This design comes from an exercise in tuning for small area, a short achievable clock period and few clock cycles on the open sky130 flow, not from production work. No run shown here included a check of the RTL's function; only the layout flow was run.

File: flow/design.v
module aes_sbox (input wire [7:0] a, output wire [7:0] y);
    wire U0=a[7],U1=a[6],U2=a[5],U3=a[4],U4=a[3],U5=a[2],U6=a[1],U7=a[0];
    wire T1, T2, T3, T4, T5, T6, T7, T8, T9, T10, T11, T12, T13, T14, T15, T16, T17, T18, T19, T20, T21, T22, T23, T24, T25, T26, T27, D, M1, M2, M3, M4, M5, M6, M7, M8, M9, M10, M11, M12, M13, M14, M15, M16, M17, M18, M19, M20, M21, M22, M23, M24, M25, M26, M27, M28, M29, M30, M31, M32, M33, M34, M35, M36, M37, M38, M39, M40, M41, M42, M43, M44, M45, M46, M47, M48, M49, M50, M51, M52, M53, M54, M55, M56, M57, M58, M59, M60, M61, M62, M63, L0, L1, L2, L3, L4, L5, L6, L7, L8, L9, L10, L11, L12, L13, L14, L15, L16, L17, L18, L19, L20, L21, L22, L23, L24, L25, L26, L27, L28, L29;
    wire S0,S1,S2,S3,S4,S5,S6,S7;
    assign T1 = U0 ^ U3;
    assign T2 = U0 ^ U5;
    assign T3 = U0 ^ U6;
    assign T4 = U3 ^ U5;
    assign T5 = U4 ^ U6;
    assign T6 = T1 ^ T5;
    assign T7 = U1 ^ U2;
    assign T8 = U7 ^ T6;
    assign T9 = U7 ^ T7;
    assign T10 = T6 ^ T7;
    assign T11 = U1 ^ U5;
    assign T12 = U2 ^ U5;
    assign T13 = T3 ^ T4;
    assign T14 = T6 ^ T11;
    assign T15 = T5 ^ T11;
    assign T16 = T5 ^ T12;
    assign T17 = T9 ^ T16;
    assign T18 = U3 ^ U7;
    assign T19 = T7 ^ T18;
    assign T20 = T1 ^ T19;
    assign T21 = U6 ^ U7;
    assign T22 = T7 ^ T21;
    assign T23 = T2 ^ T22;
    assign T24 = T2 ^ T10;
    assign T25 = T20 ^ T17;
    assign T26 = T3 ^ T16;
    assign T27 = T1 ^ T12;
    assign D = U7;
    assign M1 = T13 & T6;
    assign M2 = T23 & T8;
    assign M3 = T14 ^ M1;
    assign M4 = T19 & D;
    assign M5 = M4 ^ M1;
    assign M6 = T3 & T16;
    assign M7 = T22 & T9;
    assign M8 = T26 ^ M6;
    assign M9 = T20 & T17;
    assign M10 = M9 ^ M6;
    assign M11 = T1 & T15;
    assign M12 = T4 & T27;
    assign M13 = M12 ^ M11;
    assign M14 = T2 & T10;
    assign M15 = M14 ^ M11;
    assign M16 = M3 ^ M2;
    assign M17 = M5 ^ T24;
    assign M18 = M8 ^ M7;
    assign M19 = M10 ^ M15;
    assign M20 = M16 ^ M13;
    assign M21 = M17 ^ M15;
    assign M22 = M18 ^ M13;
    assign M23 = M19 ^ T25;
    assign M24 = M22 ^ M23;
    assign M25 = M22 & M20;
    assign M26 = M21 ^ M25;
    assign M27 = M20 ^ M21;
    assign M28 = M23 ^ M25;
    assign M29 = M28 & M27;
    assign M30 = M26 & M24;
    assign M31 = M20 & M23;
    assign M32 = M27 & M31;
    assign M33 = M27 ^ M25;
    assign M34 = M21 & M22;
    assign M35 = M24 & M34;
    assign M36 = M24 ^ M25;
    assign M37 = M21 ^ M29;
    assign M38 = M32 ^ M33;
    assign M39 = M23 ^ M30;
    assign M40 = M35 ^ M36;
    assign M41 = M38 ^ M40;
    assign M42 = M37 ^ M39;
    assign M43 = M37 ^ M38;
    assign M44 = M39 ^ M40;
    assign M45 = M42 ^ M41;
    assign M46 = M44 & T6;
    assign M47 = M40 & T8;
    assign M48 = M39 & D;
    assign M49 = M43 & T16;
    assign M50 = M38 & T9;
    assign M51 = M37 & T17;
    assign M52 = M42 & T15;
    assign M53 = M45 & T27;
    assign M54 = M41 & T10;
    assign M55 = M44 & T13;
    assign M56 = M40 & T23;
    assign M57 = M39 & T19;
    assign M58 = M43 & T3;
    assign M59 = M38 & T22;
    assign M60 = M37 & T20;
    assign M61 = M42 & T1;
    assign M62 = M45 & T4;
    assign M63 = M41 & T2;
    assign L0 = M61 ^ M62;
    assign L1 = M50 ^ M56;
    assign L2 = M46 ^ M48;
    assign L3 = M47 ^ M55;
    assign L4 = M54 ^ M58;
    assign L5 = M49 ^ M61;
    assign L6 = M62 ^ L5;
    assign L7 = M46 ^ L3;
    assign L8 = M51 ^ M59;
    assign L9 = M52 ^ M53;
    assign L10 = M53 ^ L4;
    assign L11 = M60 ^ L2;
    assign L12 = M48 ^ M51;
    assign L13 = M50 ^ L0;
    assign L14 = M52 ^ M61;
    assign L15 = M55 ^ L1;
    assign L16 = M56 ^ L0;
    assign L17 = M57 ^ L1;
    assign L18 = M58 ^ L8;
    assign L19 = M63 ^ L4;
    assign L20 = L0 ^ L1;
    assign L21 = L1 ^ L7;
    assign L22 = L3 ^ L12;
    assign L23 = L18 ^ L2;
    assign L24 = L15 ^ L9;
    assign L25 = L6 ^ L10;
    assign L26 = L7 ^ L9;
    assign L27 = L8 ^ L10;
    assign L28 = L11 ^ L14;
    assign L29 = L11 ^ L17;
    assign S0 = L6 ^ L24;
    assign S1 = ~(L16 ^ L26);
    assign S2 = ~(L19 ^ L28);
    assign S3 = L6 ^ L21;
    assign S4 = L20 ^ L22;
    assign S5 = L25 ^ L29;
    assign S6 = ~(L13 ^ L27);
    assign S7 = ~(L6 ^ L23);
    assign y = {S0,S1,S2,S3,S4,S5,S6,S7};
endmodule
module aes_gf16_mul (input wire [3:0] a, input wire [3:0] b, output wire [3:0] y);
    wire [6:0] p = ({7{b[0]}} & {3'b000, a}) ^ ({7{b[1]}} & {2'b00, a, 1'b0}) ^
                   ({7{b[2]}} & {1'b0, a, 2'b00}) ^ ({7{b[3]}} & {a, 3'b000});
    assign y = {p[3] ^ p[4] ^ p[5] ^ p[6], p[2] ^ p[6], p[1] ^ p[5] ^ p[6], p[0] ^ p[4] ^ p[5] ^ p[6]};
endmodule
module aes_sb_front (input wire [7:0] a, input wire dec, output wire [7:0] y);
    wire [7:0] te, td, t;
    assign te[0] = a[0] ^ a[1] ^ a[2] ^ a[6] ^ a[7];
    assign te[1] = a[1] ^ a[2] ^ a[5] ^ a[6] ^ a[7];
    assign te[2] = a[2] ^ a[5];
    assign te[3] = a[3];
    assign te[4] = a[4] ^ a[6] ^ a[7];
    assign te[5] = a[2] ^ a[3];
    assign te[6] = a[1] ^ a[2] ^ a[3] ^ a[4] ^ a[5] ^ a[6];
    assign te[7] = a[1] ^ a[4] ^ a[6] ^ a[7];
    assign td[0] = a[2];
    assign td[1] = ~(a[2] ^ a[4] ^ a[5]);
    assign td[2] = ~(a[1] ^ a[2]);
    assign td[3] = a[0] ^ a[2] ^ a[5];
    assign td[4] = a[0] ^ a[4] ^ a[5];
    assign td[5] = ~(a[0] ^ a[1] ^ a[2] ^ a[4] ^ a[5] ^ a[7]);
    assign td[6] = ~(a[0] ^ a[3]);
    assign td[7] = a[3] ^ a[4] ^ a[5] ^ a[6];
    assign t = dec ? td : te;
    wire [3:0] ah = t[7:4], al = t[3:0];
    wire [3:0] sl = {ah[0] ^ ah[1], ah[2] ^ ah[3], ah[1] ^ ah[2], ah[1] ^ ah[2] ^ ah[3]};    
    wire [3:0] sq = {al[2] ^ al[3], al[1] ^ al[3], al[3], al[0] ^ al[2] ^ al[3]};    
    wire [3:0] m, d, ih, il;
    aes_gf16_mul u_m (.a(ah), .b(al), .y(m));
    assign d = sl ^ m ^ sq;
    reg [3:0] di;
    always @(*) begin
        case (d)
            4'd0: di = 4'd0;
            4'd1: di = 4'd1;
            4'd2: di = 4'd12;
            4'd3: di = 4'd8;
            4'd4: di = 4'd6;
            4'd5: di = 4'd15;
            4'd6: di = 4'd4;
            4'd7: di = 4'd14;
            4'd8: di = 4'd3;
            4'd9: di = 4'd13;
            4'd10: di = 4'd11;
            4'd11: di = 4'd10;
            4'd12: di = 4'd2;
            4'd13: di = 4'd9;
            4'd14: di = 4'd7;
            4'd15: di = 4'd5;
        endcase
    end
    aes_gf16_mul u_h (.a(ah), .b(di), .y(ih));
    aes_gf16_mul u_l (.a(ah ^ al), .b(di), .y(il));
    assign y = {ih, il};
endmodule
module aes_sb_back (input wire [7:0] a, input wire dec, output wire [7:0] y);
    wire [7:0] ye, yd;
    assign ye[0] = ~(a[0] ^ a[1] ^ a[4]);
    assign ye[1] = ~(a[0] ^ a[2]);
    assign ye[2] = a[0];
    assign ye[3] = a[0] ^ a[1] ^ a[4] ^ a[6];
    assign ye[4] = a[0] ^ a[3] ^ a[4];
    assign ye[5] = ~(a[1] ^ a[3] ^ a[4]);
    assign ye[6] = ~(a[4] ^ a[6] ^ a[7]);
    assign ye[7] = a[2] ^ a[4] ^ a[5];
    assign yd[0] = a[0] ^ a[1] ^ a[2] ^ a[3] ^ a[5];
    assign yd[1] = a[4] ^ a[7];
    assign yd[2] = a[3] ^ a[5];
    assign yd[3] = a[3];
    assign yd[4] = a[1] ^ a[2] ^ a[7];
    assign yd[5] = a[2] ^ a[3] ^ a[5];
    assign yd[6] = a[1] ^ a[3] ^ a[4] ^ a[6];
    assign yd[7] = a[2] ^ a[3] ^ a[6] ^ a[7];
    assign y = dec ? yd : ye;
endmodule
module aes_mixcol (
    input  wire [31:0] a,
    output wire [31:0] y
);
    function [7:0] xt;
        input [7:0] b;
        xt = {b[6:0], 1'b0} ^ (b[7] ? 8'h1b : 8'h00);
    endfunction
    wire [7:0] a0 = a[7:0];
    wire [7:0] a1 = a[15:8];
    wire [7:0] a2 = a[23:16];
    wire [7:0] a3 = a[31:24];
    assign y[7:0]   = xt(a0) ^ (xt(a1) ^ a1) ^ a2 ^ a3;
    assign y[15:8]  = a0 ^ xt(a1) ^ (xt(a2) ^ a2) ^ a3;
    assign y[23:16] = a0 ^ a1 ^ xt(a2) ^ (xt(a3) ^ a3);
    assign y[31:24] = (xt(a0) ^ a0) ^ a1 ^ a2 ^ xt(a3);
endmodule
module aes_inv_mixcol (
    input  wire [31:0] a,
    output wire [31:0] y
);
    function [7:0] xt;
        input [7:0] b;
        xt = {b[6:0], 1'b0} ^ (b[7] ? 8'h1b : 8'h00);
    endfunction
    function [7:0] m9;
        input [7:0] b;
        m9 = xt(xt(xt(b))) ^ b;
    endfunction
    function [7:0] mb;
        input [7:0] b;
        mb = xt(xt(xt(b))) ^ xt(b) ^ b;
    endfunction
    function [7:0] md;
        input [7:0] b;
        md = xt(xt(xt(b))) ^ xt(xt(b)) ^ b;
    endfunction
    function [7:0] me;
        input [7:0] b;
        me = xt(xt(xt(b))) ^ xt(xt(b)) ^ xt(b);
    endfunction
    wire [7:0] a0 = a[7:0];
    wire [7:0] a1 = a[15:8];
    wire [7:0] a2 = a[23:16];
    wire [7:0] a3 = a[31:24];
    assign y[7:0]   = me(a0) ^ mb(a1) ^ md(a2) ^ m9(a3);
    assign y[15:8]  = m9(a0) ^ me(a1) ^ mb(a2) ^ md(a3);
    assign y[23:16] = md(a0) ^ m9(a1) ^ me(a2) ^ mb(a3);
    assign y[31:24] = mb(a0) ^ md(a1) ^ m9(a2) ^ me(a3);
endmodule
module press_aes (
    input  wire         clk,
    input  wire         rst,         
    input  wire         key_valid,
    output wire         key_ready,
    input  wire [1:0]   key_len,     
    input  wire [255:0] key,
    input  wire         in_valid,
    output wire         in_ready,
    input  wire         in_dec,      
    input  wire [127:0] in_data,
    output wire         out_valid,
    input  wire         out_ready,
    output wire [127:0] out_data
);
    reg         key_ok;      
    reg [1:0]   klen;        
    reg         f_raw;       
    reg         f_end;       
    reg [255:0] kst;
    reg         ib_v;        
    reg         ib_dec;
    reg [127:0] ib;
    reg         st_v, st_dec;
    reg [127:0] st;          
    reg         pr_v, pr_dec, pr_last;
    reg [127:0] pr;          
    reg         ovalid;
    reg [127:0] obuf;
    reg         eact;        
    reg         econv;       
    reg [4:0]   ecyc;
    reg         edir;        
    reg [1:0]   elen;        
    reg [3:0]   q;           
    reg [255:0] kw;
    reg [31:0]  tw;          
    wire [4:0] e_end = (elen == 2'd0) ? 5'd20 : (elen == 2'd1) ? 5'd24 : 5'd28;
    wire       e_lst = (ecyc == e_end) || (ecyc == e_end - 5'd1);
    wire stall = pr_v && pr_last && ovalid && !out_ready;
    wire e_free  = !eact ? !(pr_v && pr_last && ovalid) : (ecyc == e_end && !ovalid);
    wire admit_x = ib_v && (ib_dec == f_end) && e_free;
    wire conv_go = ib_v && (ib_dec != f_end) && !eact && !stall;
    wire admit_y = ib_v && eact && !econv && (ecyc == 5'd1) && (ib_dec == edir) && !stall;
    wire e_load  = eact && (ecyc == 5'd1) && !stall;
    wire e_step  = eact && ecyc[0] && (ecyc != 5'd1) && (ecyc != e_end + 5'd1) && !stall;
    wire e_cend  = econv && (ecyc == e_end - 5'd1) && !stall;
    assign in_ready  = key_ok && (!ib_v || admit_x);
    assign key_ready = !ib_v && !(eact && ecyc == 5'd1);
    assign out_valid = ovalid;
    assign out_data  = obuf;
    wire key_go = key_valid && key_ready;
    wire blk_go = in_valid && in_ready;
    wire [31:0] L0 = kw[31:0],    L1 = kw[63:32],   L2 = kw[95:64],   L3 = kw[127:96];
    wire [31:0] H0 = kw[159:128], H1 = kw[191:160], H2 = kw[223:192], H3 = kw[255:224];
    reg [2:0] tpos;
    reg       trot;
    reg [3:0] rci;       
    reg [1:0] q3;        
    wire [5:0] q6  = {2'b00, q};
    wire [5:0] f6a = (q6 * 6'd2 + 6'd4) / 6'd3;
    wire [5:0] f6b = (q6 * 6'd2 + 6'd5) / 6'd3;
    wire [5:0] b6a = (q6 * 6'd2 + 6'd1) / 6'd3;
    wire [5:0] b6b = (q6 * 6'd2 + 6'd2) / 6'd3;
    always @(*) begin
        case (q)
            4'd0, 4'd3, 4'd6, 4'd9, 4'd12: q3 = 2'd0;
            4'd1, 4'd4, 4'd7, 4'd10, 4'd13: q3 = 2'd1;
            default: q3 = 2'd2;
        endcase
        tpos = 3'd4;
        trot = 1'b1;
        rci  = 4'd0;
        if (!edir) begin
            case (elen)
                2'd0: begin tpos = 3'd0; rci = q + 4'd2; end
                2'd1: begin
                    if (q3 == 2'd1) begin tpos = 3'd0; rci = f6a[3:0]; end
                    else if (q3 == 2'd2) begin tpos = 3'd2; rci = f6b[3:0]; end
                end
                default: begin tpos = 3'd0; trot = !q[0]; rci = q[3:1] + 4'd1; end
            endcase
        end else begin
            case (elen)
                2'd0: begin tpos = 3'd3; rci = q; end
                2'd1: begin
                    if (q3 == 2'd1) begin tpos = 3'd3; rci = b6a[3:0]; end
                    else if (q3 == 2'd2) begin tpos = 3'd1; rci = b6b[3:0]; end
                end
                default: begin tpos = 3'd3; trot = q[0]; rci = (q + 4'd1) >> 1; end
            endcase
        end
    end
    reg [7:0] rcon;
    always @(*) begin
        case (rci)
            4'd1: rcon = 8'h01;  4'd2: rcon = 8'h02;  4'd3: rcon = 8'h04;
            4'd4: rcon = 8'h08;  4'd5: rcon = 8'h10;  4'd6: rcon = 8'h20;
            4'd7: rcon = 8'h40;  4'd8: rcon = 8'h80;  4'd9: rcon = 8'h1b;
            4'd10: rcon = 8'h36;
            default: rcon = 8'h00;
        endcase
    end
    wire [31:0] K0 = kst[31:0], K1 = kst[63:32], K2 = kst[95:64], K3 = kst[127:96];
    wire [31:0] K5 = kst[191:160];
    reg  [31:0] fin, bin;
    always @(*) begin
        if (elen == 2'd1 && tpos == 3'd2) fin = L2 ^ L3 ^ H3;
        else fin = H3;
        if (elen == 2'd0) bin = H3 ^ H2;
        else if (elen == 2'd1 && tpos == 3'd1) bin = H3;
        else if (elen == 2'd1) bin = H1;
        else bin = H3;
    end
    wire        s_init = !eact || (ecyc == 5'd1) || (ecyc == e_end);
    wire [31:0] sin  = s_init ? ((klen == 2'd0) ? K3 : K5) : (edir ? bin : fin);
    wire        srot = s_init || trot;
    wire [31:0] sw_in = srot ? {sin[7:0], sin[31:8]} : sin;
    wire [31:0] sw_out;
    aes_sbox u_ks0 (.a(sw_in[7:0]),   .y(sw_out[7:0]));
    aes_sbox u_ks1 (.a(sw_in[15:8]),  .y(sw_out[15:8]));
    aes_sbox u_ks2 (.a(sw_in[23:16]), .y(sw_out[23:16]));
    aes_sbox u_ks3 (.a(sw_in[31:24]), .y(sw_out[31:24]));
    always @(posedge clk)
        tw <= sw_out ^ {24'd0, (s_init ? 8'h01 : (trot ? rcon : 8'h00))};
    reg [31:0] fn0, fn1, fn2, fn3;
    always @(*) begin
        case (elen)
            2'd0: begin
                fn0 = H0 ^ tw;
                fn1 = H1 ^ fn0;
                fn2 = H2 ^ fn1;
                fn3 = H3 ^ fn2;
            end
            2'd1: begin
                fn0 = L2 ^ ((tpos == 3'd0) ? tw : H3);
                fn1 = L3 ^ fn0;
                fn2 = H0 ^ ((tpos == 3'd2) ? tw : fn1);
                fn3 = H1 ^ fn2;
            end
            default: begin
                fn0 = L0 ^ tw;
                fn1 = L1 ^ fn0;
                fn2 = L2 ^ fn1;
                fn3 = L3 ^ fn2;
            end
        endcase
    end
    reg [31:0] bo0, bo1, bo2, bo3;
    always @(*) begin
        case (elen)
            2'd0: begin
                bo0 = H3 ^ H2;
                bo1 = H2 ^ H1;
                bo2 = H1 ^ H0;
                bo3 = H0 ^ tw;
            end
            2'd1: begin
                bo0 = L1 ^ L0;
                bo1 = L0 ^ ((tpos == 3'd1) ? tw : H3);
                bo2 = H3 ^ H2;
                bo3 = H2 ^ ((tpos == 3'd3) ? tw : H1);
            end
            default: begin
                bo0 = L3 ^ L2;
                bo1 = L2 ^ L1;
                bo2 = L1 ^ L0;
                bo3 = L0 ^ tw;
            end
        endcase
    end
    wire [127:0] nw = edir ? {bo0, bo1, bo2, bo3} : {fn3, fn2, fn1, fn0};
    wire [31:0] a0 = K0 ^ tw;
    wire [31:0] a1 = K1 ^ a0;
    wire [31:0] a2 = K2 ^ a1;
    wire [31:0] a3 = K3 ^ a2;
    wire [255:0] kst_ld = !f_raw ? kst :
                          (klen == 2'd0) ? {a3, a2, a1, a0, kst[127:0]} :
                                           {a1, a0, kst[191:0]};
    always @(posedge clk) begin
        if (key_go) begin
            kst   <= key;
            klen  <= key_len;
            f_raw <= (key_len != 2'd2);
            f_end <= 1'b0;
        end else if (e_load) begin
            kst   <= kst_ld;
            f_raw <= 1'b0;
        end else if (e_cend) begin
            kst   <= {kw[255:128], nw};
            f_end <= !f_end;
        end
    end
    always @(posedge clk) begin
        if (e_load) begin
            kw <= kst_ld;
            q  <= f_end ? ((klen == 2'd0) ? 4'd9 : (klen == 2'd1) ? 4'd11 : 4'd13) : 4'd0;
        end else if (e_step) begin
            kw <= {nw, kw[255:128]};
            q  <= edir ? q - 4'd1 : q + 4'd1;
        end
    end
    always @(posedge clk) begin
        if (rst) begin
            eact <= 1'b0;
        end else if (admit_x || conv_go) begin
            eact  <= 1'b1;
            econv <= conv_go;
            ecyc  <= 5'd1;
            edir  <= f_end;
            elen  <= klen;
        end else if (eact && !stall) begin
            if (ecyc == e_end)
                eact <= 1'b0;
            ecyc <= ecyc + 5'd1;
        end
    end
    always @(posedge clk) begin
        if (rst)
            key_ok <= 1'b0;
        else if (key_go)
            key_ok <= 1'b1;
    end
    wire [127:0] s1_out, y;
    wire [127:0] e_sr, e_mc, d_sr, d_ak, d_mc;
    wire [127:0] rk = kw[255:128];
    genvar g;
    generate
        for (g = 0; g < 16; g = g + 1) begin : g_sbox
            aes_sb_front u_f (.a(st[8*g +: 8]), .dec(st_dec), .y(s1_out[8*g +: 8]));
            aes_sb_back  u_b (.a(pr[8*g +: 8]), .dec(pr_dec), .y(y[8*g +: 8]));
        end
        for (g = 0; g < 16; g = g + 1) begin : g_shift
            assign e_sr[8*g +: 8] = y[8*((4*(((g/4) + (g%4)) % 4) + (g%4))) +: 8];
            assign d_sr[8*g +: 8] = y[8*((4*(((g/4) + 4 - (g%4)) % 4) + (g%4))) +: 8];
        end
        for (g = 0; g < 4; g = g + 1) begin : g_mix
            aes_mixcol     u_mc  (.a(e_sr[32*g +: 32]), .y(e_mc[32*g +: 32]));
            aes_inv_mixcol u_imc (.a(d_ak[32*g +: 32]), .y(d_mc[32*g +: 32]));
        end
    endgenerate
    assign d_ak = d_sr ^ rk;
    wire [127:0] rnd_out = pr_dec ? d_mc : (e_mc ^ rk);
    wire [127:0] fin_out = pr_dec ? d_ak : (e_sr ^ rk);
    always @(posedge clk) begin
        if (!stall) begin
            if (admit_x || admit_y) begin
                st     <= ib ^ kst[127:0];
                st_dec <= ib_dec;
            end else if (pr_v && !pr_last) begin
                st     <= rnd_out;
                st_dec <= pr_dec;
            end
            pr      <= s1_out;
            pr_dec  <= st_dec;
            pr_last <= eact && e_lst;
        end
        if (pr_v && pr_last && !stall)
            obuf <= fin_out;
        if (blk_go) begin
            ib     <= in_data;
            ib_dec <= in_dec;
        end
    end
    always @(posedge clk) begin
        if (rst) begin
            ib_v   <= 1'b0;
            st_v   <= 1'b0;
            pr_v   <= 1'b0;
            ovalid <= 1'b0;
        end else begin
            if (blk_go)
                ib_v <= 1'b1;
            else if (admit_x || admit_y)
                ib_v <= 1'b0;
            if (!stall) begin
                st_v <= admit_x || admit_y || (pr_v && !pr_last);
                pr_v <= st_v;
            end
            if (pr_v && pr_last && !stall)
                ovalid <= 1'b1;
            else if (out_ready)
                ovalid <= 1'b0;
        end
    end
endmodule
File: flow/run.sh
#!/bin/bash
# synth_recipe.tcl (not shown) runs the flow's synth.tcl, then flattens the netlist and writes it again
# the make line also repeats each setting of config.mk as NAME=value (left out here)
make -C /OpenROAD-flow-scripts/flow DESIGN_CONFIG=/design/flow/config.mk WORK_HOME=/design/flow/orfs CLKGATE_MAP_FILE= SYNTH_SCRIPT=/design/flow/synth_recipe.tcl finish
File: flow/config.mk
export PLATFORM = sky130hd
export DESIGN_NAME = press_aes
export DESIGN_NICKNAME = press_aes
export VERILOG_FILES = /design/flow/design.v
export SDC_FILE = /design/flow/constraint.sdc
export NUM_CORES = 8
export LEC_CHECK = 0
export ABC_CLOCK_PERIOD_IN_PS = 3500
export CAP_MARGIN = 20
export CORE_MARGIN = 2
export CORE_UTILIZATION = 45
export PLACE_DENSITY = 0.6
export SETUP_SLACK_MARGIN = 5
export SLEW_MARGIN = 20
File: flow/constraint.sdc
create_clock -name core_clock -period 12.0 [get_ports {clk}]
set_input_delay 2.4000 -clock core_clock [delete_from_list [all_inputs] [get_ports {clk}]]
set_output_delay 2.4000 -clock core_clock [all_outputs]
set_load 0.01 [all_outputs]
==> results of run 1 <==
[how the worst max path moves through the flow]
stage	from	slack (ns)	end	cells past startpoint
after global routing	elen[1]$_DFFE_PP_	4.96	tw[10]$_DFF_P_	20
after CTS	elen[1]$_DFFE_PP_	4.87	tw[18]$_DFF_P_	23
after floorplan	out_ready	2.42	q3[0]$_DFF_P_	9
after global placement	elen[1]$_DFFE_PP_	3.09	tw[18]$_DFF_P_	21
after detailed placement	elen[0]$_DFFE_PP_	3.07	tw[18]$_DFF_P_	21
final	elen[1]$_DFFE_PP_	5.20	tw[2]$_DFF_P_	23
[worst register-to-register path: stages, from the launching register on]
cell and delay (ns):
edfxtp_1 0.44, buf_8 0.22, buf_16 0.25, nand4bb_2 0.36
buf_12 0.22, nor3_1 0.26, xor2_1 0.26, o22ai_4 0.19
o221ai_4 0.50, xor2_4 0.33, nand2_1 0.14, and2_2 0.29
xnor2_2 0.24, ha_1 0.27, xor2_1 0.19, xnor2_2 0.23
xor2_2 0.17, buf_6 0.21, xnor3_1 0.48, nand2b_1 0.19
a31o_2 0.26, a32oi_2 0.28, xnor2_1 0.23, xnor3_1 0.46
[layer usage]
layer  GRT usage  up-vias  wire [um]
met5           0        -        202
met4       0.300       30      47200
met3      0.0947     1277      52300
met2       0.597     5727     220000
met1       0.503    49100     198000
li1            -    44200          -
[layout make-up]
cell class              count  area (um2)  area share
diodes                      7        17.5    0.000139
multi-input cells       10700       75600       0.601
repair buffers            939        8750      0.0696
clock inverters            90         961     0.00764
well taps                3202        4010      0.0319
clock buffers             158        3570      0.0284
flip-flops and latches   1085       32200       0.256
inverters                 158         618     0.00492
[registers in the layout, summed over array words and instances (netlist names), 2 cells and up]
name / count
st: 128
q: 4
ecyc: 5
pr: 128
klen: 2
q3: 2
tw: 32
obuf: 128
ib: 128
kst: 256
kw: 256
elen: 2
[timing repair]
item                       in CTS  in global routing
hold buffers                    0                  0
cloned                          4                  3
gates resized for setup       114                101
setup endpoints to repair      33                 29
setup buffers                  30                 27
pin swaps                      17                 24
[cells by family after synthesis]
| logic type | Yosys count | share of synthesized area |
|---|---|---|
| buffers and inverters | 1045 | 0.0368 |
| AND/OR/NAND/NOR | 3753 | 0.145 |
| multiplexers | 314 | 0.0319 |
| flip-flops | 1085 | 0.292 |
| adder cells (fa/ha/maj) | 105 | 0.0119 |
| AO/OA/AOI/OAI | 2469 | 0.145 |
| XOR/XNOR | 4080 | 0.337 |
[cell usage in the layout, fill, tap and decap left out, types with 97 or more instances in the layout]
master and n:
xnor2_1 2779, nand2_1 1890, xor2_1 1128, edfxtp_1 1044, nor2_1 1029, a21oi_1 679, o21ai_0 573, clkdlybuf4s50_1 522
buf_4 379, mux2i_1 234, a211oi_1 199, nand2b_1 157, nor3_1 152, clkbuf_16 140, o211ai_1 138, inv_1 135
ha_1 101, or2_2 99, a22oi_1 97
[stage by stage]
stage	std cells	hold WS, ns	area [um2]	util	setup WS, ns
2_1_floorplan	12900	0.434	110000	-	2.42
3_3_place_gp	16000	0.442	119000	0.489	3.09
3_5_place_dp	16000	0.465	119000	0.489	3.07
4_1_cts	16300	0.478	125000	0.512	4.87
5_1_grt	16400	0.506	126000	0.516	4.96
6_report	16400	0.482	126000	0.516	5.20
==> notes.md, run 1 <==
Via count - 100000
Final RePlAce weighted congestion - 1.03
First-pass GRT wire length - 716000 um
Crit Path Class - reg2reg
Ys flop type - edfxtp_1
Setup Skew - 0.0478 ns
Initial antenna violation count - 32
Hold path endpoint - pr_v$_SDFFE_PP0N_
Data required time of the worst path - 12.72 ns
Antenna Nets Post-Route - 0
HP Start - st_v$_SDFFE_PP0N_
Status - timing/DRC/antenna clean
Area of the core - 0.243 mm2
Hold Vio Cnt, Final - 0
Syn Inst Count - 12900
Fin. max-slew vios - 0
Top-count cell post-synth - xnor2_1
Fillers - 22500
# clock sinks - 1085
F_max - 147 MHz
Clock latency at the later pin of the worst-skew pair - 0.86 ns
# port buffers - 522
Number of buffers created by CTS - 137
Synth async-reset ratio - 0
RR Endpoint - tw[2]$_DFF_P_
Yosys reg bits - 1085
Final Setup Violations - 0
Syn Nets - 13300
Vias in the first global route - 94300
Sequential area share after synthesis - 0.292
Tightest Hold Check Type - reg2reg
RR Startpoint - elen[1]$_DFFE_PP_
DR iter-0 viols - 13600
Min Tclk post-route - 6.80 ns
Crit path cell chain - buf_8 -> buf_16 -> nand4bb_2 -> buf_12 -> nor3_1 -> xor2_1 -> o22ai_4 -> o221ai_4 -> xor2_4 -> nand2_1 -> and2_2 -> xnor2_2 -> ha_1 -> xor2_1 -> xnor2_2 -> xor2_2 -> buf_6 -> xnor3_1 -> nand2b_1 -> a31o_2 -> a32oi_2 -> xnor2_1 -> xnor3_1
TNS Setup - 0 ns
Reg2Reg Depth - 23
Count of cell types in the netlist - 122
Largest cells by area after synthesis - edfxtp_1 (28%), xnor2_1 (22%), xor2_1 (9.1%), nand2_1 (6.5%), nor2_1 (3.5%)
Clock Path Buffers - 3
Crit path max fanout - 53
Synthesis Warnings - 4
Root Driver - clkbuf_16
H-tree levels - 4
RSZ-0062 raised after global routing - no
Slowest-stage cell, CP - o221ai_4
Drt via density - 6.13
WHS Path Cells - 2
Largest net degree at the start of global routing - 148
Die ar. - 0.249 mm2
Total grt overflow - 0
DRC Markers - 0
Crit path launch type - flop
WL final - 518000 um
Layout Nets - 13500
Die Span Y - 499 um
WL per Instance - 31.6 um
CTS tree - built
Fin crit share - 0.567
Post-synth top cells - xnor2_1 (2821), nand2_1 (1898), xor2_1 (1143), edfxtp_1 (1044), nor2_1 (1039)
Share of layout cells above drive strength 1 - 0.0812
Row Count - 181
Synthesized cell area - 0.110 mm2
DPL Wire Length - 396000 um
Max Cap Viol - 0
Slew headroom - 0.214
Worst Setup End Kind - flop
DRT Pass-1 Iters - 9
Worst path bufs/invs - 4
Number of synthesized flops with an enable pin - 1044
Post-Syn Area per Cell - 8.58 um2
Area Growth Syn to Fin - 14.0%
Starting Density - 0.453
Tot GR Track Use - 0.401
Slew @ Worst Pin - 1.17 ns
Register-to-register setup slack - 5.20 ns
Top-area cell type share of the netlist area - 0.284
CP Data Arrival Time - 7.52 ns
Die Width - 499 um
Post-synth top area cell - edfxtp_1
CP max stage delay - 0.49 ns
Clock transition at the registers of the reported paths - 0.06 ns
CP delay by family, top - XOR/XNOR gates
# IOs - 523
==> run 2: changes to the inputs <==
--- a/flow/config.mk
+++ b/flow/config.mk
@@ -6,9 +6,9 @@
 export NUM_CORES = 8
 export LEC_CHECK = 0
 export ABC_CLOCK_PERIOD_IN_PS = 3500
-export CAP_MARGIN = 20
+export CAP_MARGIN = 85
 export CORE_MARGIN = 2
 export CORE_UTILIZATION = 45
 export PLACE_DENSITY = 0.6
 export SETUP_SLACK_MARGIN = 5
-export SLEW_MARGIN = 20
+export SLEW_MARGIN = 85
==> run 2 against run 1 <==
The flow now stops in 5_1_grt. Synthesized cell count unchanged. Area after synthesis unchanged.
==> notes.md, run 2 <==
Number of synthesized flops with an enable pin - 1044 (unchanged)
Synth Area in Compound Gates - 0.145 (unchanged)
Clock Path Buffers - 3 (unchanged)
H-tree levels - 4 (unchanged)
Largest family of logic cells by synthesized area - XOR/XNOR gates
Syn Nets - 13300 (unchanged)
Post-synth top cells - xnor2_1 (2821), nand2_1 (1898), xor2_1 (1143), edfxtp_1 (1044), nor2_1 (1039)
Largest net degree at the start of global routing - 29
Yosys reg bits - 1085 (unchanged)
Count of cell types in the netlist - 122 (unchanged)
# port buffers - 522 (unchanged)
Status - stopped before the end
Post-synthesis adder-cell area fraction - 0.0119 (unchanged)
Root Driver - clkbuf_16
Post-Syn Area per Cell - 8.58 um2 (unchanged)
Sequential area share after synthesis - 0.292 (unchanged)
Area after DPL - 0.181 mm2 (+52%)
Post-Synth XOR/XNOR Area - 0.337 (unchanged)
Synth async-reset ratio - 0 (unchanged)
Final RePlAce weighted congestion - 1.03 (unchanged)
Post-Synth Simple-Gate Area - 0.145 (unchanged)
Post-synth top area cell - edfxtp_1
Stop stage - 5_1_grt
Post-synthesis mux area share - 0.0319 (unchanged)
Die Width - 499 um (unchanged)
Error - [ERROR GRT-0232] Routing congestion too high. Check the congestion heatmap in the GUI.
# clock sinks - 1085 (unchanged)
Row Count - 181 (unchanged)
Die Span Y - 499 um (unchanged)
# IOs - 523 (unchanged)
Top-count cell post-synth - xnor2_1
Largest cells by area after synthesis - edfxtp_1 (28%), xnor2_1 (22%), xor2_1 (9.1%), nand2_1 (6.5%), nor2_1 (3.5%)
Total grt overflow - 510
Top-area cell type share of the netlist area - 0.284 (unchanged)
Synthesis Warnings - 4 (unchanged)
Synthesized cell area - 0.110 mm2 (unchanged)
Syn Inst Count - 12900 (unchanged)
Tot GR Track Use - 0.781
DPL Wire Length - 496000 um (+25%)
Ys flop type - edfxtp_1
Starting Density - 0.453 (unchanged)
Number of buffers created by CTS - 135 (-1.5%)
## run 2: cell counts after synthesis
Identical to the previous run, type by type.
## run 2: cells by family after synthesis
kind of cell               after synthesis
muxes                                  314
buffers and inverters                 1045
xor gates and xnor gates              4080
adders and majority gates              105
and+or+nand+nor                       3753
DFF                                   1085
AOI/OAI and AO/OA                     2469
## run 2: metal layers
metal	overflow	GRT usage
met1	36	0.769
met4	178	0.761
met5	3	0.497
met3	52	0.678
met2	241	0.912
## run 2: worst min path at each step
| stage | cells after the start | endpoint | slack [ns] | start |
|---|---|---|---|---|
| after floorplan | 2 | key_ok$_SDFFE_PP0P_ | 0.43 | key_ok$_SDFFE_PP0P_ |
| after global placement | 2 | key_ok$_SDFFE_PP0P_ | 0.44 | key_ok$_SDFFE_PP0P_ |
| after detailed placement | 2 | pr_v$_SDFFE_PP0N_ | 0.48 | st_v$_SDFFE_PP0N_ |
| after CTS | 2 | key_ok$_SDFFE_PP0P_ | 0.49 | key_ok$_SDFFE_PP0P_ |
## run 2: repair_timing
item / CTS
hold buffers: 0
setup endpoints to repair: 51
pin swaps: 131
setup buffers: 203
cloned: 11
resized for setup: 614
## run 2: through the flow
stage	std cells	setup slack, ns	util
4_1_cts	20900	4.84	0.773
2_1_floorplan	12900	2.42	-
3_3_place_gp	16000	3.09	0.489
3_5_place_dp	20400	1.33	0.742
==> run 3: changes to the inputs <==
--- a/flow/config.mk
+++ b/flow/config.mk
@@ -6,9 +6,9 @@
 export NUM_CORES = 8
 export LEC_CHECK = 0
 export ABC_CLOCK_PERIOD_IN_PS = 3500
-export CAP_MARGIN = 85
+export CAP_MARGIN = 70
 export CORE_MARGIN = 2
 export CORE_UTILIZATION = 45
 export PLACE_DENSITY = 0.6
 export SETUP_SLACK_MARGIN = 5
-export SLEW_MARGIN = 85
+export SLEW_MARGIN = 70
==> run 3 against run 2 <==
Area after synthesis did not move. Synthesized cell count unchanged. The run now finishes clean.
==> notes.md, run 3 <==
Yosys reg bits - 1085 (unchanged)
Area of the core - 0.243 mm2
Sequential area share after synthesis - 0.292 (unchanged)
Status - timing/DRC/antenna clean
Total grt overflow - 0
Synthesized cell area - 0.110 mm2 (unchanged)
Slew headroom - 0.638
Final core utilization - 0.568
Top Registers - kst (256), kw (256)
Via count - 103000
Antenna Nets Post-Route - 0
Final cell count without fillers - 16900
Die ar. - 0.249 mm2
Commonest non-fill, non-tap cell in the layout - xnor2_1
First-pass GRT wire length - 725000 um
Crit Path Class - reg2reg
Syn Inst Count - 12900 (unchanged)
Top-area cell type share of the netlist area - 0.284 (unchanged)
Synth async-reset ratio - 0 (unchanged)
Top-count cell post-synth - xnor2_1
Ys flop type - edfxtp_1
Syn Nets - 13300 (unchanged)
Setup Skew - 0.0418 ns
Tot GR Track Use - 0.405
Fillers - 21300
Final Setup Violations - 0
Post-Syn Area per Cell - 8.58 um2 (unchanged)
Number of synthesized flops with an enable pin - 1044 (unchanged)
Die Width - 499 um (unchanged)
DRT Pass-1 Iters - 7
TNS Setup - 0 ns
Area after DPL - 0.130 mm2 (-28%)
Commonest cells after routing, fill and taps aside - xnor2_1 (2354), nand2_1 (1876), edfxtp_1 (1044)
Synthesis Warnings - 4 (unchanged)
WHS Path Cells - 2
Inst Count DP - 16500 (-19%)
Hold Vio Cnt, Final - 0
Largest cells by area after synthesis - edfxtp_1 (28%), xnor2_1 (22%), xor2_1 (9.1%), nand2_1 (6.5%), nor2_1 (3.5%)
WL final - 522000 um
Post-synth top area cell - edfxtp_1
Crit path max fanout - 29
Fin crit share - 0.568
Fin. max-slew vios - 0
Starting Density - 0.453 (unchanged)
DR iter-0 viols - 12900
Layout Nets - 14000
Area Growth Syn to Fin - 25.4%
Initial antenna violation count - 36
Worst Setup End Kind - flop
WL per Instance - 31.0 um
Clock transition at the registers of the reported paths - 0.06 ns
Post-route cell area - 0.138 mm2
DPL Wire Length - 413000 um (-17%)
Die Span Y - 499 um (unchanged)
CTS tree - built
Data required time of the worst path - 12.74 ns
Crit path launch type - flop
Row Count - 181 (unchanged)
Number of buffers created by CTS - 135 (unchanged)
Final RePlAce weighted congestion - 1.03 (unchanged)
Share of layout cells above drive strength 1 - 0.179
# IOs - 523 (unchanged)
F_max - 147 MHz
DRC Markers - 0
Slew @ Worst Pin - 0.539 ns
Drt via density - 6.09
Count of cell types in the netlist - 122 (unchanged)
# port buffers - 522 (unchanged)
Min Tclk post-route - 6.81 ns
H-tree levels - 4 (unchanged)
Max Cap Viol - 0
Largest net degree at the start of global routing - 77
# clock sinks - 1085 (unchanged)
CP Data Arrival Time - 7.56 ns
Reg2Reg Depth - 24
Root Driver - clkbuf_16
Clock latency at the later pin of the worst-skew pair - 0.88 ns
Clock Path Buffers - 3 (unchanged)
Post-synth top cells - xnor2_1 (2821), nand2_1 (1898), xor2_1 (1143), edfxtp_1 (1044), nor2_1 (1039)
Tightest Hold Check Type - reg2reg
Vias in the first global route - 96700
Hold_buf cts - 0 (unchanged)
RSZ-0062 raised after global routing - yes
-- run 3: path summary, 6_finish.rpt --
check	start	to	slack, ns
worst min-delay path	st_v$_SDFFE_PP0N_	pr_v$_SDFFE_PP0N_	0.48
worst max-delay path	elen[1]$_DFFE_PP_	tw[7]$_DFF_P_	5.19
worst max register to register	elen[1]$_DFFE_PP_	tw[7]$_DFF_P_	5.19
worst min register to register	st_v$_SDFFE_PP0N_	pr_v$_SDFFE_PP0N_	0.48
-- run 3: final cells by class --
class                      instances  area (um2)  area share
sequential                      1085       32200       0.233
antenna                           14        35.0    0.000253
clock inverter                    88        1060     0.00764
timing repair buffer            1425       13400      0.0970
inverter                         158         644     0.00466
clock buffer                     157        3510      0.0254
multi-input combinational      10700       83300       0.603
tap                             3202        4010      0.0290
-- run 3: what timing repair did --
item | 4_1_cts | 5_1_grt
gates cloned | 1 | 4
endpoints found under the hold margin | 0 | 0
pin swaps | 8 | 22
setup endpoints to repair | 32 | 23
resized for setup | 43 | 56
buffers inserted | 16 | 41
-- run 3: logic make-up (layout without fill, tap and decap cells) --
logic type / count (synthesis) / after routing / synth area share
muxes: 314 / 314 / 0.0319
and+or+nand+nor: 3753 / 3754 / 0.145
xor gates and xnor gates: 4080 / 4081 / 0.337
buffers and inverters: 1045 / 1828 / 0.0368
other: 0 / 14 / 0
DFF: 1085 / 1085 / 0.292
adders and majority gates: 105 / 105 / 0.0119
AOI/OAI and AO/OA: 2469 / 2469 / 0.145
-- run 3: through the flow --
stage | setup slack [ns] | hold WS (ns)
2_1_floorplan | 2.42 | 0.434
3_3_place_gp | 3.09 | 0.442
3_5_place_dp | 3.93 | 0.468
4_1_cts | 4.95 | 0.481
5_1_grt | 4.97 | 0.519
6_report | 5.19 | 0.483
-- run 3: worst max-delay path, cell delays in order (launching register included) --
cell,delay (ns)
edfxtp_1,0.51
buf_6,0.24
buf_8,0.20
and3_1,0.24
a211o_1,0.46
nor2_2,0.16
buf_8,0.28
a21oi_1,0.15
or3_1,0.38
o211a_2,0.38
xnor2_4,0.27
buf_4,0.25
xnor2_4,0.18
ha_1,0.29
xor2_1,0.25
xnor2_2,0.18
xnor2_1,0.10
buf_4,0.22
nand2_2,0.16
o22ai_1,0.11
a311o_1,0.34
a211oi_4,0.30
xor2_2,0.27
xor2_2,0.25
xnor3_1,0.44
-- run 3: per-layer routing --
metal  vias up  GRT usage  part of all wire
met5         -    0.00463           0.00073
met4        36      0.309             0.094
met3      1437     0.0990              0.11
met2      5944      0.603              0.43
met1     50200      0.506              0.37
li1      45100          -                 -

what the ideal ports hide:
The results above use ideal ports. As a check the final layouts listed here were re-extracted and re-timed, cells and wires unchanged. Step 1: set_driving_cell puts a clkbuf_16 on clk and a buf_2 on each other input, an assumption about the parent block. Step 2 moves the port delays by t, midway between the first and last clock arrival at a register: inputs arrive t later, outputs are due t later. That takes back most of the time a late clock gives input paths. a / b / c = no drivers / after step 1 / after step 2; a / b = the first two.
| run | t, ns | setup slack, ns | hold slack, ns | slew at the worst register clock pin (ns) | worst data-port slew with drivers (ns) |
|---|---|---|---|---|---|
| run 1 | 0.945 | 5.201 / 5.201 / 4.961 | 0.482 / 0.482 / 0.482 | 0.08 / 0.08 | 0.18 |
| run 3 | 0.955 | 5.185 / 5.185 / 5.185 | 0.483 / 0.483 / 0.483 | 0.07 / 0.07 | 0.19 |
After both steps setup and hold are still met in every run listed. For run 1, which loses most, drivers alone change the setup slack by 0.000 ns; drivers and shift together by -0.240 ns.
